From an optimization exercise on the open Yosys and OpenROAD flow, aimed at small area, a short achievable clock period and few clock cycles; shortcuts taken in it are not production practice. At most, simulation tests tie the RTL to the original design; equivalence was not proved. The RTL of runs 2 and 3 was laid out without a check of its function. No activity file was given, so power comes from the tool's default toggle rates.

==> flow/design.v (outline; a module is shown in full before it is edited, if it fits) <==
// module mac_agen: 89 lines
// module mac_form_o: 30 lines
// module mac_rsb: 15 lines
// module mac_seq_tile: 321 lines
// module mac_mul: 1148 lines
module mac_seq_tile (
    input  wire        clk,
    input  wire        rst,
    input  wire        start,
    input  wire        a_signed,
    input  wire        b_signed,
    input  wire [30:0] ag0_cfg,
    input  wire [30:0] ag1_cfg,
    output wire        busy,
    output reg         done,
    output wire [5:0]  i_addr,
    input  wire [31:0] i_rdata,
    output wire [7:0]  x_addr,
    output wire        x_we,
    output wire [15:0] x_wdata,
    input  wire [15:0] x_rdata,
    output wire [7:0]  y_addr,
    output wire        y_we,
    output wire [15:0] y_wdata,
    input  wire [15:0] y_rdata,
    output reg  [39:0] acc,
    output reg  [15:0] out,
    output reg  [3:0]  bx,
    output reg         ovf,
    output reg         fault,
    output reg  [1:0]  fault_code,
    output reg  [5:0]  pc
);
  // ...
==> flow/run.sh <==
#!/bin/bash
# synth_recipe.tcl (not shown) runs the flow's synth.tcl, then flattens the netlist and writes it again
# the make line also repeats each setting of config.mk as NAME=value (left out here)
make -C /OpenROAD-flow-scripts/flow DESIGN_CONFIG=/design/flow/config.mk WORK_HOME=/design/flow/orfs CLKGATE_MAP_FILE= SYNTH_SCRIPT=/design/flow/synth_recipe.tcl finish
==> flow/config.mk <==
export PLATFORM = sky130hd
export DESIGN_NAME = mac_seq_tile
export DESIGN_NICKNAME = mac_seq_tile
export VERILOG_FILES = /design/flow/design.v
export SDC_FILE = /design/flow/constraint.sdc
export NUM_CORES = 4
export LEC_CHECK = 0
export CAP_MARGIN = 20
export CORE_MARGIN = 2
export CORE_UTILIZATION = 40
export SLEW_MARGIN = 20
==> flow/constraint.sdc <==
create_clock -name core_clock -period 20.0 [get_ports {clk}]
set_input_delay 4.0000 -clock core_clock [delete_from_list [all_inputs] [get_ports {clk}]]
set_output_delay 4.0000 -clock core_clock [all_outputs]
set_load 0.01 [all_outputs]
==> results.py, run 1 <==
metrics = {
    "status": {
        "status": "complete, no violations",
    },
    "min_path": {
        "hold_end": "e_mul",
    },
    "critical_path": {
        "crit_end": "fpc[1]",
        "critPathKind": "input port to register",
        "cp_cell_sequence": "clkdlybuf4s50_1, or3_1, nand2_1, o22ai_1, o21a_1, nand3_1, o311a_1, a211oi_1, nand4b_1, nor4_4, mux2_2, a221oi_1, nor2_1",
        "worst_ep_arrival_time_ps": 9260,
    },
    "finish": {
        "synthToLayoutAreaGrowth_pct": 13.6,
        "finalInstanceArea_um2": 46200,
        "multi_input_area_um2": 29000,
        "reg_top3": "acc x40, hold x19",
        "largest_class": "multi-input gates",
        "clkbuf_count": 62,
    },
    "timing": {
        "fin_crit_sh_pct": 43.7,
        "drv_slew": 0,
    },
    "detailed_routing": {
        "met1_length_mm": 60.1,
        "antenna_left": 0,
    },
    "synthesis": {
        "syn-instance-count": 4953,
        "synth_top_family_by_area": "adder cells",
        "synth_ff_type": "dfxtp_1",
        "yosysMostFrequentCell": "nand2_1",
    },
    "clocking": {
        "cts_buffers": 53,
    },
    "global_route": {
        "overflow": 0,
    },
    "placement": {
        "io_buffers": 256,
    },
    "floorplan": {
        "die-area_um2": 104000,
    },
    "power": {
        "power_switching_w": 0.00174,
    },
}
Testbench counts, summed over its fixed seeds: cycles 44,282.
==> module mac_agen, before the edit <==
module mac_agen (
    input  wire        clk,
    input  wire        rst,
    input  wire [30:0] cfg,
    input  wire        clear,      
    input  wire        init,       
    input  wire        adv,        
    output wire        ready,      
    output wire [7:0]  addr_cur,   
    output wire [7:0]  addr_nxt,   
    output wire [7:0]  base_in     
);
    reg [7:0] base_r;
    reg [8:0] lm1_r;
    reg [3:0] n_r;
    reg [8:0] sp;         
    reg       rdy;
    reg [3:0] cnt;
    reg       sbit;
    reg [8:0] off;
    assign ready   = rdy;
    assign base_in = cfg[7:0];
    wire [8:0] step_in = cfg[17:9];
    wire [8:0] lm1_in  = cfg[26:18];
    wire [3:0] rb_in   = cfg[30:27];
    wire       fast    = (step_in <= lm1_in);
    wire [9:0] dt   = {sp, sbit};
    wire [9:0] dsub = dt - {1'b0, lm1_r} - 10'd1;
    wire       dge  = (dt > {1'b0, lm1_r});
    wire [3:0] cm1  = cnt - 4'd1;
    always @(posedge clk) begin
        if (rst) begin
            base_r <= 8'd0;
            lm1_r  <= 9'd0;
            n_r    <= 4'd0;
            sp     <= 9'd0;
            rdy    <= 1'b0;
            cnt    <= 4'd0;
            sbit   <= 1'b0;
        end else if (clear) begin
            rdy <= 1'b0;
        end else if (init) begin
            base_r <= cfg[7:0];
            lm1_r  <= lm1_in;
            n_r    <= (rb_in > 4'd9) ? 4'd9 : rb_in;
            if (fast) begin
                sp  <= step_in;
                rdy <= 1'b1;
            end else begin
                sp   <= 9'd0;
                rdy  <= 1'b0;
                cnt  <= 4'd8;
                sbit <= step_in[8];
            end
        end else if (!rdy) begin
            sp   <= dge ? dsub[8:0] : dt[8:0];
            sbit <= (cnt != 4'd0) ? step_in[cm1] : 1'b0;
            cnt  <= cnt - 4'd1;
            if (cnt == 4'd0)
                rdy <= 1'b1;
        end
    end
    wire [9:0] t    = {1'b0, off} + {1'b0, sp};
    wire [9:0] tsub = t - {1'b0, lm1_r} - 10'd1;
    wire [8:0] off_adv = (t > {1'b0, lm1_r}) ? tsub[8:0] : t[8:0];
    always @(posedge clk) begin
        if (rst || clear)
            off <= 9'd0;
        else if (adv)
            off <= off_adv;
    end
    function [7:0] revaddr;
        input [8:0] o;
        input [3:0] n;
        input [7:0] b;
        reg   [8:0] r;
        integer i;
        begin
            r = o;
            for (i = 0; i < 9; i = i + 1)
                if (i < n)
                    r[i] = o[n - 1 - i];
            revaddr = b + r[7:0];
        end
    endfunction
    assign addr_cur = revaddr(off, n_r, base_r);
    wire [7:0] addr_adv = revaddr(off_adv, n_r, base_r);
    assign addr_nxt = adv ? addr_adv : addr_cur;
endmodule
==> module mac_form_o, before the edit <==
module mac_form_o (
    input  wire [39:0] acc,
    input  wire [4:0]  p,
    input  wire        sat,
    output wire [15:0] o
);
    wire [4:0] pe = (p > 5'd24) ? 5'd24 : p;
    wire [39:0] sh = acc >> pe;
    wire [15:0] q  = sh[15:0];
    wire [40:0] accz   = {acc, 1'b0};           
    wire        guard  = accz[pe];
    reg  [24:0] orpre;                          
    reg  [24:0] allsame;                        
    integer k;
    always @* begin
        orpre[0] = 1'b0;
        for (k = 1; k < 25; k = k + 1)
            orpre[k] = orpre[k-1] | acc[k-1];
        allsame[24] = 1'b1;
        for (k = 23; k >= 0; k = k - 1)
            allsame[k] = allsame[k+1] & (acc[k+15] == acc[39]);
    end
    wire sticky = (pe > 5'd1) ? orpre[pe - 5'd1] : 1'b0;
    wire fits   = allsame[pe];
    wire inc    = guard & (sticky | q[0]);
    wire [15:0] qi  = q + {15'd0, inc};
    wire        pmax = (q == 16'h7fff) & inc;   
    assign o = (sat && !fits) ? (acc[39] ? 16'h8000 : 16'h7fff) :
               (sat && pmax)  ? 16'h7fff : qi;
endmodule
==> module mac_seq_tile, before the edit <==
module mac_seq_tile (
    input  wire        clk,
    input  wire        rst,
    input  wire        start,
    input  wire        a_signed,
    input  wire        b_signed,
    input  wire [30:0] ag0_cfg,
    input  wire [30:0] ag1_cfg,
    output wire        busy,
    output reg         done,
    output wire [5:0]  i_addr,
    input  wire [31:0] i_rdata,
    output wire [7:0]  x_addr,
    output wire        x_we,
    output wire [15:0] x_wdata,
    input  wire [15:0] x_rdata,
    output wire [7:0]  y_addr,
    output wire        y_we,
    output wire [15:0] y_wdata,
    input  wire [15:0] y_rdata,
    output reg  [39:0] acc,
    output reg  [15:0] out,
    output reg  [3:0]  bx,
    output reg         ovf,
    output reg         fault,
    output reg  [1:0]  fault_code,
    output reg  [5:0]  pc
);
    localparam [1:0] F_NONE = 2'd0, F_ILLEGAL = 2'd1, F_NESTED = 2'd2;
    reg        busy_r;
    reg        run;           
    reg        first;         
    reg [5:0]  fpc;           
    reg [5:0]  dpc;           
    reg        dvalid;        
    reg        use_hold;      
    reg [18:0] hold;          
    reg [15:0] k0, k1, xr, yr;
    reg [3:0]  det;
    reg        lp_active;
    reg [5:0]  lp_start;
    reg [5:0]  lp_end;
    reg [9:0]  lp_left;
    reg [7:0]  xa_r, ya_r;    
    reg        xwe_r, ywe_r;
    reg [15:0] o_r;           
    assign busy    = busy_r;
    assign i_addr  = fpc;
    assign x_addr  = xa_r;
    assign y_addr  = ya_r;
    assign x_we    = xwe_r;
    assign y_we    = ywe_r;
    assign x_wdata = o_r;
    assign y_wdata = o_r;
    wire accept = start && !busy_r;
    wire [31:0] ins = use_hold ? {1'b0, hold[18:16], hold[15:0], 12'd0} : i_rdata;
    wire [3:0]  op  = ins[31:28];
    wire        i_fx = ins[27], i_fy = ins[26], i_wx = ins[25], i_wy = ins[24];
    wire        i_a0 = ins[23], i_a1 = ins[22], i_wr = ins[21];
    wire [15:0] imm = ins[15:0];
    wire is_arith = !op[3] && !(op[2] && (op[1] || op[0]));
    wire is_ldk0  = (op == 4'h8);
    wire is_ldk1  = (op == 4'h9);
    wire is_loop  = (op == 4'hA);
    wire is_jmp   = (op == 4'hB);
    wire is_bxclr = (op == 4'hC);
    wire is_halt  = (op == 4'hF);
    wire is_ill   = (op == 4'h5) || (op == 4'h6) || (op == 4'h7) || (op == 4'hD) || (op == 4'hE);
    wire rdy0, rdy1;
    wire stall = dvalid && is_arith &&
                 (first || (i_fx && xwe_r) || (i_fy && ywe_r) ||
                  (i_a0 && !rdy0) || (i_a1 && !rdy1));
    wire exec  = dvalid && !stall;
    wire [5:0] e_new     = imm[15:10];
    wire       loop_nest = is_loop && lp_active;
    wire       loop_ill  = is_loop && !lp_active && (e_new == dpc);
    wire       finish    = is_ill || is_halt || loop_nest || loop_ill;
    wire [1:0] fcode     = is_ill ? F_ILLEGAL : loop_nest ? F_NESTED : loop_ill ? F_ILLEGAL : F_NONE;
    wire [5:0] tgt     = imm[5:0];
    wire       jmp_out = (tgt - lp_start) > (lp_end - lp_start);
    wire       at_end  = lp_active && (dpc == lp_end);
    wire       counts  = !is_loop && !is_jmp && !finish;
    reg        n_active;
    reg [5:0]  n_start, n_end;
    reg [9:0]  n_left;
    always @* begin
        n_active = lp_active;
        n_start  = lp_start;
        n_end    = lp_end;
        n_left   = lp_left;
        if (exec) begin
            if (is_loop && !finish) begin
                n_active = 1'b1;
                n_start  = dpc + 6'd1;
                n_end    = e_new;
                n_left   = imm[9:0];
            end else if (is_jmp) begin
                if (lp_active && jmp_out)
                    n_active = 1'b0;
            end else if (counts && at_end) begin
                if (lp_left != 10'd0)
                    n_left = lp_left - 10'd1;
                else
                    n_active = 1'b0;
            end
        end
    end
    wire [5:0] fpc_seq = (n_active && fpc == n_end) ?
                         ((n_left != 10'd0) ? n_start : n_end + 6'd1) : fpc + 6'd1;
    wire ending = exec && finish;
    wire jump   = exec && is_jmp;
    wire ag_adv0 = exec && is_arith && i_a0;
    wire ag_adv1 = exec && is_arith && i_a1;
    wire [7:0] xa_cur, ya_cur, xa_nxt, ya_nxt, xa_base, ya_base;
    mac_agen u_ag0 (.clk(clk), .rst(rst), .cfg(ag0_cfg), .clear(accept), .init(first),
                    .adv(ag_adv0), .ready(rdy0), .addr_cur(xa_cur), .addr_nxt(xa_nxt), .base_in(xa_base));
    mac_agen u_ag1 (.clk(clk), .rst(rst), .cfg(ag1_cfg), .clear(accept), .init(first),
                    .adv(ag_adv1), .ready(rdy1), .addr_cur(ya_cur), .addr_nxt(ya_nxt), .base_in(ya_base));
    reg        r_valid, r_arith, r_fx, r_fy, r_wx, r_wy, r_wr, r_sat, r_sela;
    reg [1:0]  r_selb;
    reg [4:0]  r_p;
    reg        r_mul, r_msu, r_mac, r_clr;
    reg        r_bxclr, r_end, r_halt;
    reg [7:0]  r_xa, r_ya;
    reg        e_valid, e_wx, e_wy, e_wr, e_sat;
    reg [4:0]  e_p;
    reg        e_mul, e_msu, e_mac, e_clr;
    reg        e_bxclr, e_end, e_halt;
    reg [7:0]  e_xa, e_ya;
    reg [16:0] e_a, e_b;
    reg        w_oused, w_bxclr;
    wire [15:0] o_comb;
    mac_form_o u_form (.acc(acc), .p(e_p), .sat(e_sat), .o(o_comb));
    wire [40:0] msum;
    mac_mul u_mul (.a(e_a), .b(e_b), .msu(e_msu), .x(acc & {40{e_mac}}), .sum(msum));
    wire acc_ovf = msum[40] ^ msum[39];
    wire x_hit_e = e_valid && e_wx && (e_xa == r_xa);
    wire x_hit_w = xwe_r && (xa_r == r_xa);
    wire y_hit_e = e_valid && e_wy && (e_ya == r_ya);
    wire y_hit_w = ywe_r && (ya_r == r_ya);
    wire [15:0] x_in = x_hit_e ? o_comb : x_hit_w ? o_r : x_rdata;
    wire [15:0] y_in = y_hit_e ? o_comb : y_hit_w ? o_r : y_rdata;
    wire [15:0] xr_new = r_fx ? x_in : xr;
    wire [15:0] yr_new = r_fy ? y_in : yr;
    reg [15:0] opa, opb;
    always @* begin
        opa = r_sela ? yr_new : xr_new;
        case (r_selb)
            2'b00:   opb = yr_new;
            2'b01:   opb = k0;
            2'b10:   opb = k1;
            default: opb = xr_new;
        endcase
    end
    wire [16:0] opa_x = {a_signed & opa[15], opa};
    wire [16:0] opb_x = {b_signed & opb[15], opb} ^ {17{r_msu}};
    wire [3:0] o_rsb;
    mac_rsb u_rsb (.v(o_r), .rsb(o_rsb));
    wire [3:0] det_next = w_bxclr ? 4'd15 :
                          (w_oused && o_rsb < det) ? o_rsb : det;
    always @(posedge clk) begin
        r_arith <= is_arith;
        r_fx    <= i_fx && is_arith;
        r_fy    <= i_fy && is_arith;
        r_wx    <= i_wx && is_arith;
        r_wy    <= i_wy && is_arith;
        r_wr    <= i_wr && is_arith;
        r_p     <= ins[20:16];
        r_sat   <= ins[15];
        r_sela  <= ins[14];
        r_selb  <= ins[13:12];
        r_mul   <= is_arith && (op[2:0] == 3'd1 || op[2:0] == 3'd2 || op[2:0] == 3'd3);
        r_mac   <= is_arith && (op[2:0] == 3'd2 || op[2:0] == 3'd3);
        r_msu   <= is_arith && (op[2:0] == 3'd3);
        r_clr   <= is_arith && (op[2:0] == 3'd4);
        r_bxclr <= is_bxclr;
        r_end   <= finish;
        r_halt  <= is_halt;
        r_xa    <= xa_cur;
        r_ya    <= ya_cur;
        e_wx    <= r_wx;
        e_wy    <= r_wy;
        e_wr    <= r_wr;
        e_p     <= r_p;
        e_sat   <= r_sat;
        e_mul   <= r_mul;
        e_mac   <= r_mac;
        e_msu   <= r_msu;
        e_clr   <= r_clr;
        e_bxclr <= r_bxclr;
        e_end   <= r_end;
        e_halt  <= r_halt;
        e_xa    <= r_xa;
        e_ya    <= r_ya;
        e_a     <= opa_x;
        e_b     <= opb_x;
    end
    always @(posedge clk) begin
        if (rst) begin
            busy_r     <= 1'b0;
            done       <= 1'b0;
            run        <= 1'b0;
            first      <= 1'b0;
            fpc        <= 6'd0;
            dpc        <= 6'd0;
            dvalid     <= 1'b0;
            use_hold   <= 1'b0;
            hold       <= 19'd0;
            acc        <= 40'd0;
            out        <= 16'd0;
            bx         <= 4'd15;
            det        <= 4'd15;
            ovf        <= 1'b0;
            fault      <= 1'b0;
            fault_code <= F_NONE;
            pc         <= 6'd0;
            k0         <= 16'd0;
            k1         <= 16'd0;
            xr         <= 16'd0;
            yr         <= 16'd0;
            lp_active  <= 1'b0;
            lp_start   <= 6'd0;
            lp_end     <= 6'd0;
            lp_left    <= 10'd0;
            xa_r       <= 8'd0;
            ya_r       <= 8'd0;
            xwe_r      <= 1'b0;
            ywe_r      <= 1'b0;
            o_r        <= 16'd0;
            r_valid    <= 1'b0;
            e_valid    <= 1'b0;
            w_oused    <= 1'b0;
            w_bxclr    <= 1'b0;
        end else begin
            done  <= 1'b0;
            first <= accept;
            if (accept) begin
                busy_r     <= 1'b1;
                run        <= 1'b1;
                fpc        <= 6'd1;
                dpc        <= 6'd0;
                dvalid     <= 1'b1;
                use_hold   <= 1'b0;
                fault      <= 1'b0;
                fault_code <= F_NONE;
                lp_active  <= 1'b0;
            end else if (run) begin
                if (stall) begin
                    use_hold <= 1'b1;
                    hold     <= {ins[30:28], ins[27:12]};
                end else if (!dvalid) begin
                    fpc      <= fpc_seq;
                    dpc      <= fpc;
                    dvalid   <= 1'b1;
                    use_hold <= 1'b0;
                end else if (ending) begin
                    run      <= 1'b0;
                    dvalid   <= 1'b0;
                    use_hold <= 1'b0;
                    fpc      <= 6'd0;
                    pc       <= dpc;
                    lp_active <= 1'b0;
                    if (fcode != F_NONE) begin
                        fault      <= 1'b1;
                        fault_code <= fcode;
                    end
                end else begin
                    lp_active <= n_active;
                    lp_start  <= n_start;
                    lp_end    <= n_end;
                    lp_left   <= n_left;
                    use_hold  <= 1'b0;
                    if (jump) begin
                        fpc    <= tgt;
                        dpc    <= tgt;
                        dvalid <= 1'b0;
                    end else begin
                        fpc    <= fpc_seq;
                        dpc    <= fpc;
                        dvalid <= 1'b1;
                    end
                    if (is_ldk0) k0 <= imm;
                    if (is_ldk1) k1 <= imm;
                end
            end
            r_valid <= exec && !accept && (is_arith || is_bxclr || finish);
            e_valid <= r_valid;
            if (r_valid && r_arith) begin
                xr <= xr_new;
                yr <= yr_new;
            end
            o_r     <= o_comb;
            w_oused <= e_valid && (e_wx || e_wy || e_wr);
            w_bxclr <= e_valid && e_bxclr;
            xwe_r   <= e_valid && e_wx;
            ywe_r   <= e_valid && e_wy;
            xa_r    <= (e_valid && e_wx) ? e_xa : first ? xa_base : xa_nxt;
            ya_r    <= (e_valid && e_wy) ? e_ya : first ? ya_base : ya_nxt;
            if (e_valid) begin
                if (e_mul) begin
                    acc <= msum[39:0];
                    if (acc_ovf)
                        ovf <= 1'b1;
                end else if (e_clr) begin
                    acc <= 40'd0;
                end
                if (e_bxclr)
                    ovf <= 1'b0;
                if (e_wr)
                    out <= o_comb;
                if (e_end) begin
                    done   <= 1'b1;
                    busy_r <= 1'b0;
                    if (e_halt)
                        bx <= det_next;
                end
            end
            det <= det_next;
        end
    end
endmodule
==> inputs of run 2 (changes only) <==
--- a/flow/design.v
+++ b/flow/design.v
@@ -10,39 +10,37 @@
     output wire [7:0]  addr_nxt,   
     output wire [7:0]  base_in     
 );
-    reg [7:0] base_r;
     reg [8:0] lm1_r;
-    reg [3:0] n_r;
+    reg [3:0] s_r;        
     reg [8:0] sp;         
     reg       rdy;
     reg [3:0] cnt;
     reg       sbit;
     reg [8:0] off;
-    assign ready   = rdy;
-    assign base_in = cfg[7:0];
+    reg [7:0] acur;
+    assign ready    = rdy;
+    assign base_in  = cfg[7:0];
+    assign addr_cur = acur;
     wire [8:0] step_in = cfg[17:9];
     wire [8:0] lm1_in  = cfg[26:18];
     wire [3:0] rb_in   = cfg[30:27];
     wire       fast    = (step_in <= lm1_in);
-    wire [9:0] dt   = {sp, sbit};
-    wire [9:0] dsub = dt - {1'b0, lm1_r} - 10'd1;
-    wire       dge  = (dt > {1'b0, lm1_r});
-    wire [3:0] cm1  = cnt - 4'd1;
+    wire [9:0]  dt   = {sp, sbit};
+    wire [10:0] dsub = {1'b0, dt} + {2'b11, ~lm1_r};       
+    wire [3:0]  cm1  = cnt - 4'd1;
     always @(posedge clk) begin
         if (rst) begin
-            base_r <= 8'd0;
-            lm1_r  <= 9'd0;
-            n_r    <= 4'd0;
-            sp     <= 9'd0;
-            rdy    <= 1'b0;
-            cnt    <= 4'd0;
-            sbit   <= 1'b0;
+            lm1_r <= 9'd0;
+            s_r   <= 4'd0;
+            sp    <= 9'd0;
+            rdy   <= 1'b0;
+            cnt   <= 4'd0;
+            sbit  <= 1'b0;
         end else if (clear) begin
             rdy <= 1'b0;
         end else if (init) begin
-            base_r <= cfg[7:0];
-            lm1_r  <= lm1_in;
-            n_r    <= (rb_in > 4'd9) ? 4'd9 : rb_in;
+            lm1_r <= lm1_in;
+            s_r   <= (rb_in > 4'd9) ? 4'd0 : 4'd9 - rb_in;
             if (fast) begin
                 sp  <= step_in;
                 rdy <= 1'b1;
@@ -53,66 +51,66 @@
                 sbit <= step_in[8];
             end
         end else if (!rdy) begin
-            sp   <= dge ? dsub[8:0] : dt[8:0];
+            sp   <= dsub[10] ? dt[8:0] : dsub[8:0];
             sbit <= (cnt != 4'd0) ? step_in[cm1] : 1'b0;
             cnt  <= cnt - 4'd1;
             if (cnt == 4'd0)
                 rdy <= 1'b1;
         end
     end
-    wire [9:0] t    = {1'b0, off} + {1'b0, sp};
-    wire [9:0] tsub = t - {1'b0, lm1_r} - 10'd1;
-    wire [8:0] off_adv = (t > {1'b0, lm1_r}) ? tsub[8:0] : t[8:0];
+    wire [9:0]  t       = {1'b0, off} + {1'b0, sp};
+    wire [10:0] tsub    = {1'b0, t} + {2'b11, ~lm1_r};       
+    wire [8:0]  off_adv = tsub[10] ? t[8:0] : tsub[8:0];
+    wire [8:0] o9    = off_adv;
+    wire [8:0] r9    = {o9[0], o9[1], o9[2], o9[3], o9[4], o9[5], o9[6], o9[7], o9[8]};
+    wire [8:0] lowm  = 9'h1ff >> s_r;
+    wire [8:0] rv    = (r9 >> s_r) | (o9 & ~lowm);
+    wire [7:0] addr_adv = base_in + rv[7:0];
     always @(posedge clk) begin
         if (rst || clear)
             off <= 9'd0;
         else if (adv)
             off <= off_adv;
     end
-    function [7:0] revaddr;
-        input [8:0] o;
-        input [3:0] n;
-        input [7:0] b;
-        reg   [8:0] r;
-        integer i;
-        begin
-            r = o;
-            for (i = 0; i < 9; i = i + 1)
-                if (i < n)
-                    r[i] = o[n - 1 - i];
-            revaddr = b + r[7:0];
-        end
-    endfunction
-    assign addr_cur = revaddr(off, n_r, base_r);
-    wire [7:0] addr_adv = revaddr(off_adv, n_r, base_r);
-    assign addr_nxt = adv ? addr_adv : addr_cur;
+    always @(posedge clk) begin
+        if (rst)
+            acur <= 8'd0;
+        else if (init)
+            acur <= base_in;
+        else if (adv)
+            acur <= addr_adv;
+    end
+    assign addr_nxt = adv ? addr_adv : acur;
 endmodule
 module mac_form_o (
     input  wire [39:0] acc,
-    input  wire [4:0]  p,
+    input  wire [4:0]  pe,
     input  wire        sat,
     output wire [15:0] o
 );
-    wire [4:0] pe = (p > 5'd24) ? 5'd24 : p;
-    wire [39:0] sh = acc >> pe;
-    wire [15:0] q  = sh[15:0];
-    wire [40:0] accz   = {acc, 1'b0};           
-    wire        guard  = accz[pe];
-    reg  [24:0] orpre;                          
+    wire [47:0] v0 = {7'd0, acc, 1'b0};
+    wire [31:0] v1 = pe[4] ? v0[47:16] : v0[31:0];
+    wire        s1 = pe[4] & (|v0[15:0]);
+    wire [23:0] v2 = pe[3] ? v1[31:8]  : v1[23:0];
+    wire        s2 = s1 | (pe[3] & (|v1[7:0]));
+    wire [19:0] v3 = pe[2] ? v2[23:4]  : v2[19:0];
+    wire        s3 = s2 | (pe[2] & (|v2[3:0]));
+    wire [17:0] v4 = pe[1] ? v3[19:2]  : v3[17:0];
+    wire        s4 = s3 | (pe[1] & (|v3[1:0]));
+    wire [16:0] v5 = pe[0] ? v4[17:1]  : v4[16:0];
+    wire        sticky = s4 | (pe[0] & v4[0]);
+    wire        guard = v5[0];
+    wire [15:0] q     = v5[16:1];
     reg  [24:0] allsame;                        
     integer k;
     always @* begin
-        orpre[0] = 1'b0;
-        for (k = 1; k < 25; k = k + 1)
-            orpre[k] = orpre[k-1] | acc[k-1];
         allsame[24] = 1'b1;
         for (k = 23; k >= 0; k = k - 1)
             allsame[k] = allsame[k+1] & (acc[k+15] == acc[39]);
     end
-    wire sticky = (pe > 5'd1) ? orpre[pe - 5'd1] : 1'b0;
-    wire fits   = allsame[pe];
-    wire inc    = guard & (sticky | q[0]);
-    wire [15:0] qi  = q + {15'd0, inc};
+    wire fits = allsame[pe];
+    wire inc  = guard & (sticky | q[0]);
+    wire [15:0] qi   = q + {15'd0, inc};
     wire        pmax = (q == 16'h7fff) & inc;   
     assign o = (sat && !fits) ? (acc[39] ? 16'h8000 : 16'h7fff) :
                (sat && pmax)  ? 16'h7fff : qi;
@@ -264,7 +262,7 @@
     reg [16:0] e_a, e_b;
     reg        w_oused, w_bxclr;
     wire [15:0] o_comb;
-    mac_form_o u_form (.acc(acc), .p(e_p), .sat(e_sat), .o(o_comb));
+    mac_form_o u_form (.acc(acc), .pe(e_p), .sat(e_sat), .o(o_comb));
     wire [40:0] msum;
     mac_mul u_mul (.a(e_a), .b(e_b), .msu(e_msu), .x(acc & {40{e_mac}}), .sum(msum));
     wire acc_ovf = msum[40] ^ msum[39];
@@ -299,7 +297,7 @@
         r_wx    <= i_wx && is_arith;
         r_wy    <= i_wy && is_arith;
         r_wr    <= i_wr && is_arith;
-        r_p     <= ins[20:16];
+        r_p     <= (ins[20:16] > 5'd24) ? 5'd24 : ins[20:16];
         r_sat   <= ins[15];
         r_sela  <= ins[14];
         r_selb  <= ins[13:12];
==> flow/flow/run.sh (new file) <==
#!/bin/bash
# The standard layout, with repair_timing asked for more setup slack than the
# clock period needs, so that the tools size the critical paths for speed.
# The design, its synthesis (unchanged), its clock and constraints are the standard flow's.
set -euo pipefail
bash standard.sh synth > synth.log 2>&1
bash standard.sh SETUP_SLACK_14=MARGIN finish > layout.log 2>&1
==> flow/standard.sh (new file) <==
#!/bin/bash
# synth_recipe.tcl (not shown) runs the flow's synth.tcl, then flattens the netlist and writes it again
# the make line also repeats each setting of config.mk as NAME=value (left out here)
make -C /OpenROAD-flow-scripts/flow DESIGN_CONFIG=/design/flow/config.mk WORK_HOME=/design/flow/orfs CLKGATE_MAP_FILE= SYNTH_SCRIPT=/design/flow/synth_recipe.tcl "${@:-finish}"
--- a/flow/config.mk
+++ b/flow/config.mk
@@ -5,6 +5,7 @@
 export SDC_FILE = /design/flow/constraint.sdc
 export NUM_CORES = 4
 export LEC_CHECK = 0
+export ABC_CLOCK_PERIOD_IN_PS = 6000
 export CAP_MARGIN = 20
 export CORE_MARGIN = 2
 export CORE_UTILIZATION = 40
removed: flow/run.sh
==> results.py, run 2 <==
metrics = {
    "critical_path": {
        "slowest_delay_ps": 790,
        "worst_ep_arrival_time_ps": 8580,
        "crit_fanout": 18,
        "required_ps": 20490,
        "ff2ff_path_depth": 30,
        "cp_cell_sequence": "clkdlybuf4s50_1, mux2i_1, xnor2_1, nor4_4, a21oi_2, nand2_1, o22ai_1, o2111ai_1, nor4_4, mux2i_1, a2111oi_0, a211oi_1",
        "critPathKind": "input port to register",
        "end_kind": "register",
        "cp_slowest_cell": "mux2i_1",
        "crit_path_start_kind": "input port",
    },
    "clocking": {
        "clock-sinks": 430,
        "cts_max_level": 2,
        "worst_setup_hold_path_clk_slew_ps": 60,
        "cts-root-buf": "clkbuf_16",
        "clockBufferDepth": 3,
        "clk_latency_ps": 640,
        "postCtsSetupBuffers": 0,
        "cts_resized": 0,
        "cts_tree": "yes",
        "cts_buffers": 50,
        "postCtsHoldBufs": 0,
    },
    "synthesis": {
        "yosysSeqAreaShare_pct": 23.0,
        "synth-seq-cells": 430,
        "synth_top_area_share_pct": 23.0,
        "synth_fp_nets": 4981,
        "yosysWarningCount": 4,
        "synth_commonest_cells": "451 x inv_1, 430 x dfxtp_1, 406 x nand2_1",
        "yosysUniqueCellTypes": 95,
        "netlist_area_um2": 37500,
        "synth-edff-count": 0,
        "synth_ff_type": "dfxtp_1",
        "synthTopCellsByArea": "dfxtp_1 23%, fa_1 16%, ha_1 6.5%",
        "syn-instance-count": 4359,
        "syn_area_per_cell_um2": 8.60,
        "synth_top_cell_by_area": "dfxtp_1",
        "yosysMostFrequentCell": "inv_1",
        "async_flop_share_pct": 0,
    },
    "power": {
        "power_switching_w": 0.00133,
        "pwr-share-comb_pct": 43.1,
        "ir_drop_v": 0.0000673,
        "report.power.total_w": 0.00352,
        "clkPwrFrac_pct": 29.4,
        "p_int_w": 0.00218,
        "p_per_area_nw_per_um2": 82.0,
        "p_leak_nw": 17.2,
        "swShare_pct": 37.9,
        "seqPwrFrac_pct": 27.5,
    },
    "detailed_routing": {
        "antenna_left": 0,
        "dr_wl_met3_mm": 10.3,
        "wl_met2_mm": 55.2,
        "met1_length_mm": 53.8,
        "wire_per_inst_um": 21.4,
        "via_count": 32156,
        "drc": 0,
        "dr.first_iter.drc_count": 2833,
        "wl_mm": 123,
        "top_layer": "met5",
        "dr.pass1.iters": 8,
        "avgViaCountPerCell": 5.57,
    },
    "floorplan": {
        "pin_count": 259,
        "die-area_um2": 96100,
        "initial_utilization_pct": 40.3,
        "rows": 112,
        "die_w_um": 310,
        "die_h_um": 310,
        "coreArea_um2": 93000,
    },
    "placement": {
        "io_buffers": 256,
        "hpwlAfterDp_mm": 91.5,
        "gp_congestion": 0.947,
    },
    "finish": {
        "fin_nets": 5093,
        "synthToLayoutAreaGrowth_pct": 14.4,
        "reg_top3": "acc x40, hold x19",
        "largest_reg_flops": 40,
        "final_cell_mix": "451 x inv_1, 425 x dfxtp_1, 405 x nand2_1, 390 x nor2_1, 313 x a21oi_1",
        "layout_commonest_cell": "inv_1",
        "final_layout_size_suffix_gt1_share_pct": 6.76,
        "regMostFlops": "acc",
    },
    "timing": {
        "skew_ps": 45.1,
        "rsz0062_at_grt": "no",
        "drv_slew": 0,
        "setup_viol": 0,
        "relSlewSlack_pct": 29.7,
        "hold_viol": 0,
        "layout_min_cycle_time_ps": 8090,
        "fin_crit_sh_pct": 40.4,
        "tns_ps": 0,
        "tightest_slew_ps": 1030,
        "max_freq_mhz": 124,
    },
    "global_route": {
        "antenna_found_initial": 13,
        "grt_max_degree": 94,
        "grt_pass1_vias": 31169,
        "grt_first_pass_wirelength_mm": 188,
        "overflow": 0,
        "grtUsageTotal_pct": 25.4,
    },
    "min_path": {
        "hold_path.class": "register to register",
        "hold_path_depth": 0,
    },
    "status": {
        "status": "complete, no violations",
    },
    "job": {
        "drv_cap": 0,
    },
}
run 2: per-stage QoR:
step	util (%)	cells	hold WS, ps	setup WS [ps]	cell area (um^2)
after CTS	46.0	5763	326	12040	42800
after detailed placement	44.1	5672	312	11350	41000
after global routing	46.1	5768	334	11670	42900
final	46.1	5769	326	11910	42900
after global placement	44.1	5672	313	11410	41000
after floorplan	-	4359	310	12960	37500
run 2: layer usage:
layer	track usage [%]	vias up
met3	4.22	208
met4	8.01	8
met5	0	-
li1	-	15017
met2	40.4	1278
met1	35.3	15645
run 2: kinds of logic (layout without fill, tap and decap cells):
| group | Yosys count | in the layout | synth area share [%] |
|---|---|---|---|
| AOI/OAI and AO/OA | 886 | 886 | 15.6 |
| xor gates and xnor gates | 195 | 195 | 4.56 |
| adders and majority gates | 491 | 491 | 22.3 |
| buffers and inverters | 725 | 876 | 7.73 |
| DFF | 430 | 430 | 23.0 |
| muxes | 247 | 247 | 9.03 |
| other | 0 | 5 | 0 |
| and+or+nand+nor | 1385 | 1385 | 17.9 |
run 2: cell type report:
class	instances	area, um^2
Antenna cell	5	12.5
Sequential cell	430	8610
Multi-Input combinational cell	3204	26000
Timing Repair Buffer	331	3130
Clock buffer	65	1400
Inverter	454	1700
Clock inverter	26	437
Fill cell	9159	50200
Tap cell	1254	1570
run 2: worst paths after layout:
check | endpoint | startpoint | slack (ps)
worst max-delay path | fpc[4] | i_rdata[15] | 11910
worst min-delay path | e_p[2] | r_p[2] | 330
worst max register to register | bx[0] | o_r[15] | 12330
worst min register to register | e_p[2] | r_p[2] | 330
run 2: power by group through the flow:
stage | clock [W] | sequential [W] | combinational, W
floorplan | 0 | 0.000954 | 0.00116
global placement | 0 | 0.000985 | 0.00148
detailed placement | 0 | 0.000986 | 0.00151
CTS | 0.00105 | 0.000967 | 0.00152
global route | 0.00108 | 0.000974 | 0.00170
finish | 0.00103 | 0.000969 | 0.00152
run 2: critical path: cells and delay by family:
family	cells	cell delay, ps
xor gates and xnor gates	1	260
muxes	2	950
and+or+nand+nor	3	1210
AOI/OAI and AO/OA	5	1680
buffers and inverters	1	460
==> inputs of run 3 (changes only) <==
--- a/flow/config.mk
+++ b/flow/config.mk
@@ -5,7 +5,6 @@
 export SDC_FILE = /design/flow/constraint.sdc
 export NUM_CORES = 4
 export LEC_CHECK = 0
-export ABC_CLOCK_PERIOD_IN_PS = 6000
 export CAP_MARGIN = 20
 export CORE_MARGIN = 2
 export CORE_UTILIZATION = 40
==> results.py, run 3 <==
metrics = {
    "timing": {
        "fin_crit_sh_pct": 40.4,
        "setup_viol": 0,
        "fin_ws_ps": 11910,
        "hold_viol": 0,
        "skew_ps": 45.1,
        "rsz0062_at_grt": "no",
        "max_freq_mhz": 124,
        "drv_slew": 0,
        "tightest_slew_ps": 1030,
        "relSlewSlack_pct": 29.7,
        "layout_min_cycle_time_ps": 8090,
        "tns_ps": 0,
    },
    "power": {
        "ir_drop_v": 0.0000673,
        "p_per_area_nw_per_um2": 82.0,
        "p_leak_nw": 17.2,
    },
    "finish": {
        "finalInstanceArea_um2": 42900,
        "reg_top3": "acc x40, hold x19",
        "synthToLayoutAreaGrowth_pct": 14.4,
        "final_layout_size_suffix_gt1_share_pct": 6.76,
        "layout_commonest_cell": "inv_1",
        "nFillCells": 9159,
        "final_cell_mix": "451 x inv_1, 425 x dfxtp_1, 405 x nand2_1, 390 x nor2_1, 313 x a21oi_1",
        "largest_reg_flops": 40,
        "regMostFlops": "acc",
        "fin_nets": 5093,
    },
    "clocking": {
        "clockBufferDepth": 3,
        "worst_setup_hold_path_clk_slew_ps": 60,
        "cts_resized": 0,
        "cts_max_level": 2,
        "clock-sinks": 430,
        "cts_buffers": 50,
        "cts-root-buf": "clkbuf_16",
        "clk_latency_ps": 640,
        "postCtsHoldBufs": 0,
        "postCtsSetupBuffers": 0,
        "cts_tree": "yes",
    },
    "critical_path": {
        "crit_fanout": 18,
        "r2r_setup_slack_ps": 12330,
        "worst_ep_arrival_time_ps": 8580,
        "crit-reg2reg-launch": "o_r[15]",
        "critPathKind": "input port to register",
        "ff2ff_path_depth": 30,
        "crit_path_start_kind": "input port",
        "required_ps": 20490,
        "end_kind": "register",
        "crit_start": "i_rdata[15]",
        "r2r_end": "bx[0]",
    },
    "global_route": {
        "antenna_found_initial": 13,
        "grt_pass1_vias": 31169,
        "grtUsageTotal_pct": 25.4,
        "grt_max_degree": 94,
        "overflow": 0,
        "grt_first_pass_wirelength_mm": 188,
    },
    "detailed_routing": {
        "wl_mm": 123,
        "antenna_left": 0,
        "wire_per_inst_um": 21.4,
        "dr.first_iter.drc_count": 2833,
        "via_count": 32156,
        "dr.pass1.iters": 8,
        "avgViaCountPerCell": 5.57,
        "drc": 0,
    },
    "floorplan": {
        "die-area_um2": 96100,
        "die_h_um": 310,
        "rows": 112,
        "coreArea_um2": 93000,
        "die_w_um": 310,
        "initial_utilization_pct": 40.3,
        "pin_count": 259,
    },
    "placement": {
        "pre_cts_slack_ps": 11350,
        "place_area_um2": 41000,
        "io_buffers": 256,
        "gp_congestion": 0.947,
        "hpwlAfterDp_mm": 91.5,
    },
    "synthesis": {
        "yosysSeqAreaShare_pct": 23.0,
        "syn_area_per_cell_um2": 8.60,
        "synth_fp_nets": 4981,
        "synth_ff_type": "dfxtp_1",
        "async_flop_share_pct": 0,
        "synthTopCellsByArea": "dfxtp_1 23%, fa_1 16%, ha_1 6.5%",
        "synth_top_area_share_pct": 23.0,
        "synth-edff-count": 0,
        "yosysMostFrequentCell": "inv_1",
        "synth_commonest_cells": "451 x inv_1, 430 x dfxtp_1, 406 x nand2_1",
        "yosysWarningCount": 4,
        "yosysUniqueCellTypes": 95,
        "synth_top_cell_by_area": "dfxtp_1",
        "netlist_area_um2": 37500,
        "syn-instance-count": 4359,
        "synth-seq-cells": 430,
    },
    "status": {
        "status": "complete, no violations",
    },
    "min_path": {
        "hold_path_depth": 0,
        "hold_path.class": "register to register",
        "hold_start": "r_p[2]",
        "hold_end": "e_p[2]",
    },
    "job": {
        "drv_cap": 0,
    },
}
[run 3: cell counts in the layout (fill, tap and decap cells not counted)]
Identical to the previous run, type by type.
[run 3: routing by layer]
layer	global-route usage [%]	up-vias	routed length, um
met5	0	-	48
met4	8.01	8	3870
met3	4.22	208	10300
met2	40.4	1278	55200
met1	35.3	15645	53800
li1	-	15017	-
[run 3: kinds of logic (layout without fill, tap and decap cells)]
family / count (synthesis) / count (layout) / share of synthesized area (%)
buffers and inverters: 725 / 876 / 7.73
multiplexers: 247 / 247 / 9.03
AND/OR/NAND/NOR: 1385 / 1385 / 17.9
flip-flops: 430 / 430 / 23.0
adder cells (fa/ha/maj): 491 / 491 / 22.3
other: 0 / 5 / 0
AO/OA/AOI/OAI: 886 / 886 / 15.6
XOR/XNOR: 195 / 195 / 4.56
[run 3: cell type report]
| type | instances | area [um^2] | share of cell area (%) |
|---|---|---|---|
| timing repair buffer | 331 | 3130 | 7.30 |
| tap | 1254 | 1570 | 3.66 |
| clock buffer | 65 | 1400 | 3.26 |
| antenna | 5 | 12.5 | 0.0292 |
| inverter | 454 | 1700 | 3.98 |
| clock inverter | 26 | 437 | 1.02 |
| sequential | 430 | 8610 | 20.1 |
| multi-input combinational | 3204 | 26000 | 60.7 |
[run 3: worst max-delay path by stage]
stage	end	slack, ps	depth (start not counted)
final	fpc[4]	11910	12
after floorplan	fpc[5]	12960	13
after global placement	fpc[4]	11410	12
after detailed placement	fpc[4]	11350	12
after CTS	fpc[4]	12040	12
after global routing	fpc[2]	11670	12
[run 3: worst max-delay path, cell delays in order]
cell	delay [ps]
clkdlybuf4s50_1	460
mux2i_1	790
xnor2_1	260
nor4_4	80
a21oi_2	640
nand2_1	590
o22ai_1	320
o2111ai_1	200
nor4_4	540
mux2i_1	160
a2111oi_0	420
a211oi_1	100
[run 3: report_power, final]
part | leakage (nW) | total, W | internal (W) | switching [W]
clock network | 0.881 | 0.00103 | 0.000615 | 0.000418
registers | 3.50 | 0.000969 | 0.000900 | 0.0000690
logic | 12.8 | 0.00152 | 0.000670 | 0.000846
total | 17.2 | 0.00352 | 0.00218 | 0.00133
[run 3: per-stage QoR]
stage | power (W) | hold slack, ps | std cells | util (%)
2_1_floorplan | 0.00212 | 310 | 4359 | -
4_1_cts | 0.00353 | 326 | 5763 | 46.0
5_1_grt | 0.00375 | 334 | 5768 | 46.1
3_5_place_dp | 0.00249 | 312 | 5672 | 44.1
3_3_place_gp | 0.00247 | 313 | 5672 | 44.1
6_report | 0.00352 | 326 | 5769 | 46.1
==> inputs of run 4 (changes only) <==
--- a/flow/design.v
+++ b/flow/design.v
@@ -6,6 +6,7 @@
     input  wire        init,       
     input  wire        adv,        
     output wire        ready,      
+    output wire        ready_nx,   
     output wire [7:0]  addr_cur,   
     output wire [7:0]  addr_nxt,   
     output wire [7:0]  base_in     
@@ -19,6 +20,7 @@
     reg [8:0] off;
     reg [7:0] acur;
     assign ready    = rdy;
+    assign ready_nx = rdy || (cnt == 4'd0 && !init && !clear);
     assign base_in  = cfg[7:0];
     assign addr_cur = acur;
     wire [8:0] step_in = cfg[17:9];
@@ -162,9 +164,11 @@
     reg        busy_r;
     reg        run;           
     reg        first;         
+    reg        fin;           
+    reg        fin_halt;
     reg [5:0]  fpc;           
-    reg [5:0]  dpc;           
-    reg        dvalid;        
+    reg [5:0]  ppc;           
+    reg        pvalid;        
     reg        use_hold;      
     reg [18:0] hold;          
     reg [15:0] k0, k1, xr, yr;
@@ -175,20 +179,23 @@
     reg [9:0]  lp_left;
     reg [7:0]  xa_r, ya_r;    
     reg        xwe_r, ywe_r;
-    reg [15:0] o_r;           
+    reg [15:0] xwd_r, ywd_r;  
+    reg        xb_v, yb_v;    
+    reg [7:0]  xb_a, yb_a;
+    reg [15:0] xb_d, yb_d;
     assign busy    = busy_r;
     assign i_addr  = fpc;
     assign x_addr  = xa_r;
     assign y_addr  = ya_r;
     assign x_we    = xwe_r;
     assign y_we    = ywe_r;
-    assign x_wdata = o_r;
-    assign y_wdata = o_r;
+    assign x_wdata = xwd_r;
+    assign y_wdata = ywd_r;
     wire accept = start && !busy_r;
     wire [31:0] ins = use_hold ? {1'b0, hold[18:16], hold[15:0], 12'd0} : i_rdata;
     wire [3:0]  op  = ins[31:28];
-    wire        i_fx = ins[27], i_fy = ins[26], i_wx = ins[25], i_wy = ins[24];
-    wire        i_a0 = ins[23], i_a1 = ins[22], i_wr = ins[21];
+    wire        i_fx = ins[27], i_fy = ins[26];
+    wire        i_a0 = ins[23], i_a1 = ins[22];
     wire [15:0] imm = ins[15:0];
     wire is_arith = !op[3] && !(op[2] && (op[1] || op[0]));
     wire is_ldk0  = (op == 4'h8);
@@ -198,19 +205,23 @@
     wire is_bxclr = (op == 4'hC);
     wire is_halt  = (op == 4'hF);
     wire is_ill   = (op == 4'h5) || (op == 4'h6) || (op == 4'h7) || (op == 4'hD) || (op == 4'hE);
-    wire rdy0, rdy1;
-    wire stall = dvalid && is_arith &&
-                 (first || (i_fx && xwe_r) || (i_fy && ywe_r) ||
-                  (i_a0 && !rdy0) || (i_a1 && !rdy1));
-    wire exec  = dvalid && !stall;
+    reg        e_valid, e_wx, e_wy;
+    reg [7:0]  e_xa, e_ya;
+    wire x_force = xb_v && e_valid && e_wx;
+    wire y_force = yb_v && e_valid && e_wy;
+    wire rdy0n, rdy1n;
+    wire stall = pvalid && is_arith &&
+                 ((i_fx && x_force) || (i_fy && y_force) ||
+                  (i_a0 && (first || !rdy0n)) || (i_a1 && (first || !rdy1n)));
+    wire exec  = pvalid && !stall;
     wire [5:0] e_new     = imm[15:10];
     wire       loop_nest = is_loop && lp_active;
-    wire       loop_ill  = is_loop && !lp_active && (e_new == dpc);
+    wire       loop_ill  = is_loop && !lp_active && (e_new == ppc);
     wire       finish    = is_ill || is_halt || loop_nest || loop_ill;
     wire [1:0] fcode     = is_ill ? F_ILLEGAL : loop_nest ? F_NESTED : loop_ill ? F_ILLEGAL : F_NONE;
     wire [5:0] tgt     = imm[5:0];
     wire       jmp_out = (tgt - lp_start) > (lp_end - lp_start);
-    wire       at_end  = lp_active && (dpc == lp_end);
+    wire       at_end  = lp_active && (ppc == lp_end);
     wire       counts  = !is_loop && !is_jmp && !finish;
     reg        n_active;
     reg [5:0]  n_start, n_end;
@@ -223,7 +234,7 @@
         if (exec) begin
             if (is_loop && !finish) begin
                 n_active = 1'b1;
-                n_start  = dpc + 6'd1;
+                n_start  = ppc + 6'd1;
                 n_end    = e_new;
                 n_left   = imm[9:0];
             end else if (is_jmp) begin
@@ -241,37 +252,51 @@
                          ((n_left != 10'd0) ? n_start : n_end + 6'd1) : fpc + 6'd1;
     wire ending = exec && finish;
     wire jump   = exec && is_jmp;
-    wire ag_adv0 = exec && is_arith && i_a0;
-    wire ag_adv1 = exec && is_arith && i_a1;
+    wire need_x = exec && is_arith && i_fx;
+    wire need_y = exec && is_arith && i_fy;
+    reg        d_valid, d_arith, d_ldk0, d_ldk1, d_bxclr, d_end, d_halt;
+    reg        d_mul, d_mac, d_msu, d_clr;
+    reg [15:0] d_pay;         
+    wire       d_fx = d_pay[15], d_fy = d_pay[14], d_wx = d_pay[13], d_wy = d_pay[12];
+    wire       d_a0 = d_pay[11], d_a1 = d_pay[10], d_wr = d_pay[9];
+    wire ag_adv0 = d_valid && d_arith && d_a0;
+    wire ag_adv1 = d_valid && d_arith && d_a1;
     wire [7:0] xa_cur, ya_cur, xa_nxt, ya_nxt, xa_base, ya_base;
+    wire rdy0, rdy1;
     mac_agen u_ag0 (.clk(clk), .rst(rst), .cfg(ag0_cfg), .clear(accept), .init(first),
-                    .adv(ag_adv0), .ready(rdy0), .addr_cur(xa_cur), .addr_nxt(xa_nxt), .base_in(xa_base));
+                    .adv(ag_adv0), .ready(rdy0), .ready_nx(rdy0n),
+                    .addr_cur(xa_cur), .addr_nxt(xa_nxt), .base_in(xa_base));
     mac_agen u_ag1 (.clk(clk), .rst(rst), .cfg(ag1_cfg), .clear(accept), .init(first),
-                    .adv(ag_adv1), .ready(rdy1), .addr_cur(ya_cur), .addr_nxt(ya_nxt), .base_in(ya_base));
+                    .adv(ag_adv1), .ready(rdy1), .ready_nx(rdy1n),
+                    .addr_cur(ya_cur), .addr_nxt(ya_nxt), .base_in(ya_base));
     reg        r_valid, r_arith, r_fx, r_fy, r_wx, r_wy, r_wr, r_sat, r_sela;
     reg [1:0]  r_selb;
     reg [4:0]  r_p;
     reg        r_mul, r_msu, r_mac, r_clr;
     reg        r_bxclr, r_end, r_halt;
     reg [7:0]  r_xa, r_ya;
-    reg        e_valid, e_wx, e_wy, e_wr, e_sat;
+    reg        e_wr, e_sat;
     reg [4:0]  e_p;
     reg        e_mul, e_msu, e_mac, e_clr;
     reg        e_bxclr, e_end, e_halt;
-    reg [7:0]  e_xa, e_ya;
     reg [16:0] e_a, e_b;
     reg        w_oused, w_bxclr;
+    reg [3:0]  w_rsb;
     wire [15:0] o_comb;
     mac_form_o u_form (.acc(acc), .pe(e_p), .sat(e_sat), .o(o_comb));
     wire [40:0] msum;
     mac_mul u_mul (.a(e_a), .b(e_b), .msu(e_msu), .x(acc & {40{e_mac}}), .sum(msum));
     wire acc_ovf = msum[40] ^ msum[39];
+    wire [3:0] o_rsb;
+    mac_rsb u_rsb (.v(o_comb), .rsb(o_rsb));
     wire x_hit_e = e_valid && e_wx && (e_xa == r_xa);
+    wire x_hit_b = xb_v && (xb_a == r_xa);
     wire x_hit_w = xwe_r && (xa_r == r_xa);
     wire y_hit_e = e_valid && e_wy && (e_ya == r_ya);
+    wire y_hit_b = yb_v && (yb_a == r_ya);
     wire y_hit_w = ywe_r && (ya_r == r_ya);
-    wire [15:0] x_in = x_hit_e ? o_comb : x_hit_w ? o_r : x_rdata;
-    wire [15:0] y_in = y_hit_e ? o_comb : y_hit_w ? o_r : y_rdata;
+    wire [15:0] x_in = x_hit_e ? o_comb : x_hit_b ? xb_d : x_hit_w ? xwd_r : x_rdata;
+    wire [15:0] y_in = y_hit_e ? o_comb : y_hit_b ? yb_d : y_hit_w ? ywd_r : y_rdata;
     wire [15:0] xr_new = r_fx ? x_in : xr;
     wire [15:0] yr_new = r_fy ? y_in : yr;
     reg [15:0] opa, opb;
@@ -286,28 +311,47 @@
     end
     wire [16:0] opa_x = {a_signed & opa[15], opa};
     wire [16:0] opb_x = {b_signed & opb[15], opb} ^ {17{r_msu}};
-    wire [3:0] o_rsb;
-    mac_rsb u_rsb (.v(o_r), .rsb(o_rsb));
+    wire        x_new  = e_valid && e_wx;
+    wire        x_cand = xb_v || x_new;
+    wire        x_sch  = x_cand && !need_x;
+    wire [7:0]  x_ca   = xb_v ? xb_a : e_xa;
+    wire [15:0] x_cd   = xb_v ? xb_d : o_comb;
+    wire        y_new  = e_valid && e_wy;
+    wire        y_cand = yb_v || y_new;
+    wire        y_sch  = y_cand && !need_y;
+    wire [7:0]  y_ca   = yb_v ? yb_a : e_ya;
+    wire [15:0] y_cd   = yb_v ? yb_d : o_comb;
     wire [3:0] det_next = w_bxclr ? 4'd15 :
-                          (w_oused && o_rsb < det) ? o_rsb : det;
+                          (w_oused && w_rsb < det) ? w_rsb : det;
     always @(posedge clk) begin
-        r_arith <= is_arith;
-        r_fx    <= i_fx && is_arith;
-        r_fy    <= i_fy && is_arith;
-        r_wx    <= i_wx && is_arith;
-        r_wy    <= i_wy && is_arith;
-        r_wr    <= i_wr && is_arith;
-        r_p     <= (ins[20:16] > 5'd24) ? 5'd24 : ins[20:16];
-        r_sat   <= ins[15];
-        r_sela  <= ins[14];
-        r_selb  <= ins[13:12];
-        r_mul   <= is_arith && (op[2:0] == 3'd1 || op[2:0] == 3'd2 || op[2:0] == 3'd3);
-        r_mac   <= is_arith && (op[2:0] == 3'd2 || op[2:0] == 3'd3);
-        r_msu   <= is_arith && (op[2:0] == 3'd3);
-        r_clr   <= is_arith && (op[2:0] == 3'd4);
-        r_bxclr <= is_bxclr;
-        r_end   <= finish;
-        r_halt  <= is_halt;
+        d_arith <= is_arith;
+        d_ldk0  <= is_ldk0;
+        d_ldk1  <= is_ldk1;
+        d_bxclr <= is_bxclr;
+        d_end   <= finish;
+        d_halt  <= is_halt;
+        d_mul   <= is_arith && (op[2:0] == 3'd1 || op[2:0] == 3'd2 || op[2:0] == 3'd3);
+        d_mac   <= is_arith && (op[2:0] == 3'd2 || op[2:0] == 3'd3);
+        d_msu   <= is_arith && (op[2:0] == 3'd3);
+        d_clr   <= is_arith && (op[2:0] == 3'd4);
+        d_pay   <= is_arith ? {ins[27:21], (ins[20:16] > 5'd24) ? 5'd24 : ins[20:16], ins[15:12]} : imm;
+        r_arith <= d_arith;
+        r_fx    <= d_fx && d_arith;
+        r_fy    <= d_fy && d_arith;
+        r_wx    <= d_wx && d_arith;
+        r_wy    <= d_wy && d_arith;
+        r_wr    <= d_wr && d_arith;
+        r_p     <= d_pay[8:4];
+        r_sat   <= d_pay[3];
+        r_sela  <= d_pay[2];
+        r_selb  <= d_pay[1:0];
+        r_mul   <= d_mul;
+        r_mac   <= d_mac;
+        r_msu   <= d_msu;
+        r_clr   <= d_clr;
+        r_bxclr <= d_bxclr;
+        r_end   <= d_end;
+        r_halt  <= d_halt;
         r_xa    <= xa_cur;
         r_ya    <= ya_cur;
         e_wx    <= r_wx;
@@ -326,6 +370,17 @@
         e_ya    <= r_ya;
         e_a     <= opa_x;
         e_b     <= opb_x;
+        w_rsb   <= o_rsb;
+        xwd_r <= x_cd;
+        ywd_r <= y_cd;
+        if (x_sch ? xb_v : !xb_v) begin
+            xb_a <= e_xa;
+            xb_d <= o_comb;
+        end
+        if (y_sch ? yb_v : !yb_v) begin
+            yb_a <= e_ya;
+            yb_d <= o_comb;
+        end
     end
     always @(posedge clk) begin
         if (rst) begin
@@ -333,9 +388,11 @@
             done       <= 1'b0;
             run        <= 1'b0;
             first      <= 1'b0;
+            fin        <= 1'b0;
+            fin_halt   <= 1'b0;
             fpc        <= 6'd0;
-            dpc        <= 6'd0;
-            dvalid     <= 1'b0;
+            ppc        <= 6'd0;
+            pvalid     <= 1'b0;
             use_hold   <= 1'b0;
             hold       <= 19'd0;
             acc        <= 40'd0;
@@ -358,7 +415,9 @@
             ya_r       <= 8'd0;
             xwe_r      <= 1'b0;
             ywe_r      <= 1'b0;
-            o_r        <= 16'd0;
+            xb_v       <= 1'b0;
+            yb_v       <= 1'b0;
+            d_valid    <= 1'b0;
             r_valid    <= 1'b0;
             e_valid    <= 1'b0;
             w_oused    <= 1'b0;
@@ -370,8 +429,8 @@
                 busy_r     <= 1'b1;
                 run        <= 1'b1;
                 fpc        <= 6'd1;
-                dpc        <= 6'd0;
-                dvalid     <= 1'b1;
+                ppc        <= 6'd0;
+                pvalid     <= 1'b1;
                 use_hold   <= 1'b0;
                 fault      <= 1'b0;
                 fault_code <= F_NONE;
@@ -380,17 +439,17 @@
                 if (stall) begin
                     use_hold <= 1'b1;
                     hold     <= {ins[30:28], ins[27:12]};
-                end else if (!dvalid) begin
+                end else if (!pvalid) begin
                     fpc      <= fpc_seq;
-                    dpc      <= fpc;
-                    dvalid   <= 1'b1;
+                    ppc      <= fpc;
+                    pvalid   <= 1'b1;
                     use_hold <= 1'b0;
                 end else if (ending) begin
-                    run      <= 1'b0;
-                    dvalid   <= 1'b0;
-                    use_hold <= 1'b0;
-                    fpc      <= 6'd0;
-                    pc       <= dpc;
+                    run       <= 1'b0;
+                    pvalid    <= 1'b0;
+                    use_hold  <= 1'b0;
+                    fpc       <= 6'd0;
+                    pc        <= ppc;
                     lp_active <= 1'b0;
                     if (fcode != F_NONE) begin
                         fault      <= 1'b1;
@@ -404,30 +463,32 @@
                     use_hold  <= 1'b0;
                     if (jump) begin
                         fpc    <= tgt;
-                        dpc    <= tgt;
-                        dvalid <= 1'b0;
+                        ppc    <= tgt;
+                        pvalid <= 1'b0;
                     end else begin
                         fpc    <= fpc_seq;
-                        dpc    <= fpc;
-                        dvalid <= 1'b1;
+                        ppc    <= fpc;
+                        pvalid <= 1'b1;
                     end
-                    if (is_ldk0) k0 <= imm;
-                    if (is_ldk1) k1 <= imm;
                 end
             end
-            r_valid <= exec && !accept && (is_arith || is_bxclr || finish);
+            if (d_valid && d_ldk0) k0 <= d_pay;
+            if (d_valid && d_ldk1) k1 <= d_pay;
+            d_valid <= exec && !accept && (is_arith || is_ldk0 || is_ldk1 || is_bxclr || finish);
+            r_valid <= d_valid && (d_arith || d_bxclr || d_end);
             e_valid <= r_valid;
             if (r_valid && r_arith) begin
                 xr <= xr_new;
                 yr <= yr_new;
             end
-            o_r     <= o_comb;
+            xwe_r <= x_sch;
+            ywe_r <= y_sch;
+            xa_r  <= x_sch ? x_ca : first ? xa_base : xa_nxt;
+            ya_r  <= y_sch ? y_ca : first ? ya_base : ya_nxt;
+            xb_v  <= x_sch ? (xb_v && x_new) : x_cand;
+            yb_v  <= y_sch ? (yb_v && y_new) : y_cand;
             w_oused <= e_valid && (e_wx || e_wy || e_wr);
             w_bxclr <= e_valid && e_bxclr;
-            xwe_r   <= e_valid && e_wx;
-            ywe_r   <= e_valid && e_wy;
-            xa_r    <= (e_valid && e_wx) ? e_xa : first ? xa_base : xa_nxt;
-            ya_r    <= (e_valid && e_wy) ? e_ya : first ? ya_base : ya_nxt;
             if (e_valid) begin
                 if (e_mul) begin
                     acc <= msum[39:0];
@@ -440,13 +501,25 @@
                     ovf <= 1'b0;
                 if (e_wr)
                     out <= o_comb;
-                if (e_end) begin
+            end
+            if (e_valid && e_end) begin
+                if (xb_v || yb_v) begin
+                    fin      <= 1'b1;
+                    fin_halt <= e_halt;
+                end else begin
                     done   <= 1'b1;
                     busy_r <= 1'b0;
                     if (e_halt)
                         bx <= det_next;
                 end
             end
+            if (fin) begin
+                fin    <= 1'b0;
+                done   <= 1'b1;
+                busy_r <= 1'b0;
+                if (fin_halt)
+                    bx <= det_next;
+            end
             det <= det_next;
         end
     end
==> flow/flow/run.sh (replaced) <==
#!/bin/bash
# The standard layout (the standard flow's synthesis, floorplan, placement, CTS and routing),
# with repair_timing asked for 15 ns more setup slack than the clock period needs,
# so that the tools size the critical paths for speed. The design, its synthesis,
# clock and constraints are the standard flow's; each tool's output goes to its own log.
set -euo pipefail
bash standard.sh synth > synth.log 2>&1
bash standard.sh SETUP_SLACK_MARGIN=15 finish > layout.log 2>&1
==> results.py, run 4 <==
metrics = {
    "detailed_routing": {
        "dr.first_iter.drc_count": 3061,
        "avgViaCountPerCell": 5.57,
        "drc": 0,
        "wire_per_inst_um": 21.3,
        "wl_mm": 141,
        "antenna_left": 0,
        "via_count": 36780,
        "dr.pass1.iters": 6,
    },
    "timing": {
        "fin_crit_sh_pct": 36.0,
        "tns_ps": 0,
        "layout_min_cycle_time_ps": 7200,
        "tightest_slew_ps": 1150,
        "skew_ps": 40.7,
        "hold_viol": 0,
        "setup_viol": 0,
        "rsz0062_at_grt": "yes",
        "relSlewSlack_pct": 23.4,
        "drv_slew": 0,
        "fin_ws_ps": 12800,
        "max_freq_mhz": 139,
    },
    "finish": {
        "register_area_um2": 11500,
        "largest_reg_flops": 40,
        "synthToLayoutAreaGrowth_pct": 35.1,
        "layout_commonest_cell": "nand2_1",
        "nFillCells": 8809,
        "final_cell_mix": "497 x nand2_1, 432 x inv_1, 315 x dfxtp_1, 314 x buf_4, 307 x nor2_1",
        "reg_top3": "acc x40, hold x19",
        "final_core_util_pct": 54.5,
        "multi_input_area_um2": 30100,
        "finalInstanceArea_um2": 54500,
        "fin_nets": 5872,
        "regMostFlops": "acc",
        "final_layout_size_suffix_gt1_share_pct": 29.7,
    },
    "floorplan": {
        "pin_count": 259,
        "rows": 116,
        "die_w_um": 322,
        "die-area_um2": 103000,
        "initial_utilization_pct": 40.4,
        "coreArea_um2": 100000,
        "die_h_um": 322,
    },
    "power": {
        "pwr-share-comb_pct": 54.2,
        "p_per_area_nw_per_um2": 96.8,
        "p_int_w": 0.00328,
        "ir_drop_v": 0.000132,
        "p_leak_nw": 22.4,
        "swShare_pct": 37.8,
        "seqPwrFrac_pct": 23.9,
        "clkPwrFrac_pct": 21.9,
        "power_switching_w": 0.00199,
    },
    "status": {
        "status": "complete, no violations",
    },
    "clocking": {
        "worst_setup_hold_path_clk_slew_ps": 60,
        "cts-root-buf": "clkbuf_16",
        "cts_buffers": 58,
        "clock-sinks": 529,
        "cts_tree": "yes",
        "cts_max_level": 2,
        "clk_latency_ps": 670,
        "clockBufferDepth": 3,
    },
    "critical_path": {
        "r2r_end": "w_rsb[2]",
        "crit-reg2reg-launch": "e_p[3]",
        "worst_ep_arrival_time_ps": 7750,
        "end_kind": "register",
        "r2r_setup_slack_ps": 12800,
        "required_ps": 20550,
        "critPathKind": "register to register",
        "crit_fanout": 19,
        "ff2ff_path_depth": 25,
        "crit_start": "e_p[3]",
        "crit_path_start_kind": "register",
    },
    "global_route": {
        "overflow": 0,
        "grtUsageTotal_pct": 26.0,
        "grt_max_degree": 75,
        "grt_first_pass_wirelength_mm": 210,
        "antenna_found_initial": 7,
        "grt_pass1_vias": 35801,
    },
    "synthesis": {
        "synthTopCellsByArea": "dfxtp_1 24%, fa_1 15%, ha_1 6.1%",
        "syn-instance-count": 4690,
        "syn_area_per_cell_um2": 8.61,
        "synth_commonest_cells": "524 x nand2_1, 481 x dfxtp_1, 458 x inv_1",
        "synth-seq-cells": 529,
        "async_flop_share_pct": 0,
        "synth_fp_nets": 5312,
        "yosysSeqAreaShare_pct": 27.4,
        "synth_top_cell_by_area": "dfxtp_1",
        "synth-edff-count": 48,
        "yosysUniqueCellTypes": 98,
        "yosysWarningCount": 4,
        "netlist_area_um2": 40400,
        "synth_top_area_share_pct": 23.9,
        "synth_ff_type": "dfxtp_1",
        "yosysMostFrequentCell": "nand2_1",
    },
    "placement": {
        "pre_cts_slack_ps": 11230,
        "hpwlAfterDp_mm": 94.1,
        "place_area_um2": 45000,
        "gp_congestion": 0.892,
        "io_buffers": 256,
    },
    "job": {
        "drv_cap": 0,
    },
    "min_path": {
        "hold_path_depth": 0,
        "hold_end": "e_mul",
        "hold_start": "r_mul",
        "hold_path.class": "register to register",
    },
}
-- run 4: per-layer routing --
layer	part of all wire [%]	track usage [%]	wire length [um]
met3	6.4	3.26	9060
met1	40	33.3	57000
met2	49	44.7	69100
met5	0	0	0
met4	4.0	9.46	5640
-- run 4: area by class of cell --
| cell class | count | share of cell area, % |
|---|---|---|
| Tap cell | 1298 | 2.98 |
| Antenna cell | 6 | 0.0275 |
| Sequential cell | 529 | 21.1 |
| Clock buffer | 74 | 2.96 |
| Clock inverter | 34 | 0.775 |
| Timing Repair Buffer | 743 | 13.7 |
| Multi-Input combinational cell | 3446 | 55.2 |
| Inverter | 472 | 3.32 |
-- run 4: repair_timing --
action,4_1_cts,5_1_grt
buffers inserted,305,132
pin swaps,224,207
hold buffers,0,0
gates resized for setup,1457,344
endpoints found under the setup margin,497,375
gates cloned,15,3
-- run 4: cell families (layout without fill, tap and decap cells) --
logic type / count (synthesis) / after routing / synth area share, %
simple gates: 1555 / 1560 / 18.5
compound gates: 962 / 966 / 14.9
buf+inv: 725 / 1323 / 6.88
flops: 529 / 529 / 27.4
fa+ha+maj: 493 / 493 / 20.8
mux: 232 / 232 / 7.33
xor+xnor: 194 / 195 / 4.24
other cells: 0 / 6 / 0
-- run 4: power groups by stage --
stage | combinational [W] | clock, W | sequential (W)
CTS | 0.00250 | 0.00117 | 0.00126
global placement | 0.00199 | 0 | 0.00129
finish | 0.00286 | 0.00116 | 0.00126
global route | 0.00311 | 0.00121 | 0.00127
detailed placement | 0.00201 | 0 | 0.00129
floorplan | 0.00161 | 0 | 0.00123
-- run 4: worst max-delay path by stage --
stage,to,slack (ps),depth (start not counted)
4_1_cts,w_rsb[2],12870,31
3_3_place_gp,fpc[0],11340,13
2_1_floorplan,w_rsb[2],12900,34
5_1_grt,w_rsb[2],12540,34
6_report,w_rsb[2],12800,25
3_5_place_dp,fpc[0],11230,13
-- run 4: through the flow --
step	cells	hold slack, ps	power [W]
after global routing	6602	332	0.00559
after floorplan	4690	310	0.00284
after detailed placement	6032	313	0.00331
final	6602	318	0.00528
after global placement	6032	311	0.00328
after CTS	6460	327	0.00493
-- run 4: worst max-delay path, cell delays in order, from the launching register on --
cell,delay [ps]
dfxtp_4,390
buf_4,150
buf_6,190
buf_6,220
mux4_2,600
mux4_2,560
o2111ai_1,200
or3_1,410
nand3b_1,280
xor2_4,170
or3_4,450
nor2_4,120
a32o_2,150
and2_4,180
inv_4,40
or3_4,320
fa_1,480
fa_1,490
inv_1,50
fa_1,470
inv_1,50
fa_1,480
inv_2,40
ha_4,150
fa_2,330
xor2_1,140
Testbench counts of run 4, summed over its fixed seeds: cycles 39,225.

==> static timing again, ports no longer ideal <==
In the flow no input, the clock included, has a driving cell. The finished layouts below were timed again as built, in two steps. Step 1 (the two cells are an assumption about what drives the block):
set clk [get_ports {clk}]
set_driving_cell -lib_cell sky130_fd_sc_hd__clkbuf_16 $clk
set_driving_cell -lib_cell sky130_fd_sc_hd__buf_2 [delete_from_list [all_inputs] $clk]
Step 2, shift: input delay + t, output delay - t, t = (earliest + latest rising clock arrival at the registers) / 2. This alone moves slack from input paths to output paths. a / b / c = ideal ports / drivers / drivers and shift; a / b = the first two.
| run | t, ns | slack for setup (ns) | slew at the worst register clock pin (ns) | pins driven straight from the clock port |
|---|---|---|---|---|
| run 1 | 0.724 | 11.263 / 11.311 / 10.587 | 0.07 / 0.07 | 1 |
| run 2 | 0.685 | 11.911 / 11.947 / 11.262 | 0.07 / 0.07 | 1 |
| run 3 | 0.685 | 11.911 / 11.947 / 11.262 | 0.07 / 0.07 | 1 |
| run 4 | 0.716 | 12.799 / 12.799 / 12.746 | 0.07 / 0.07 | 1 |
After both steps setup and hold are still met in every run listed. For run 1, which loses most, drivers alone change the setup slack by +0.048 ns; drivers and shift together by -0.676 ns.
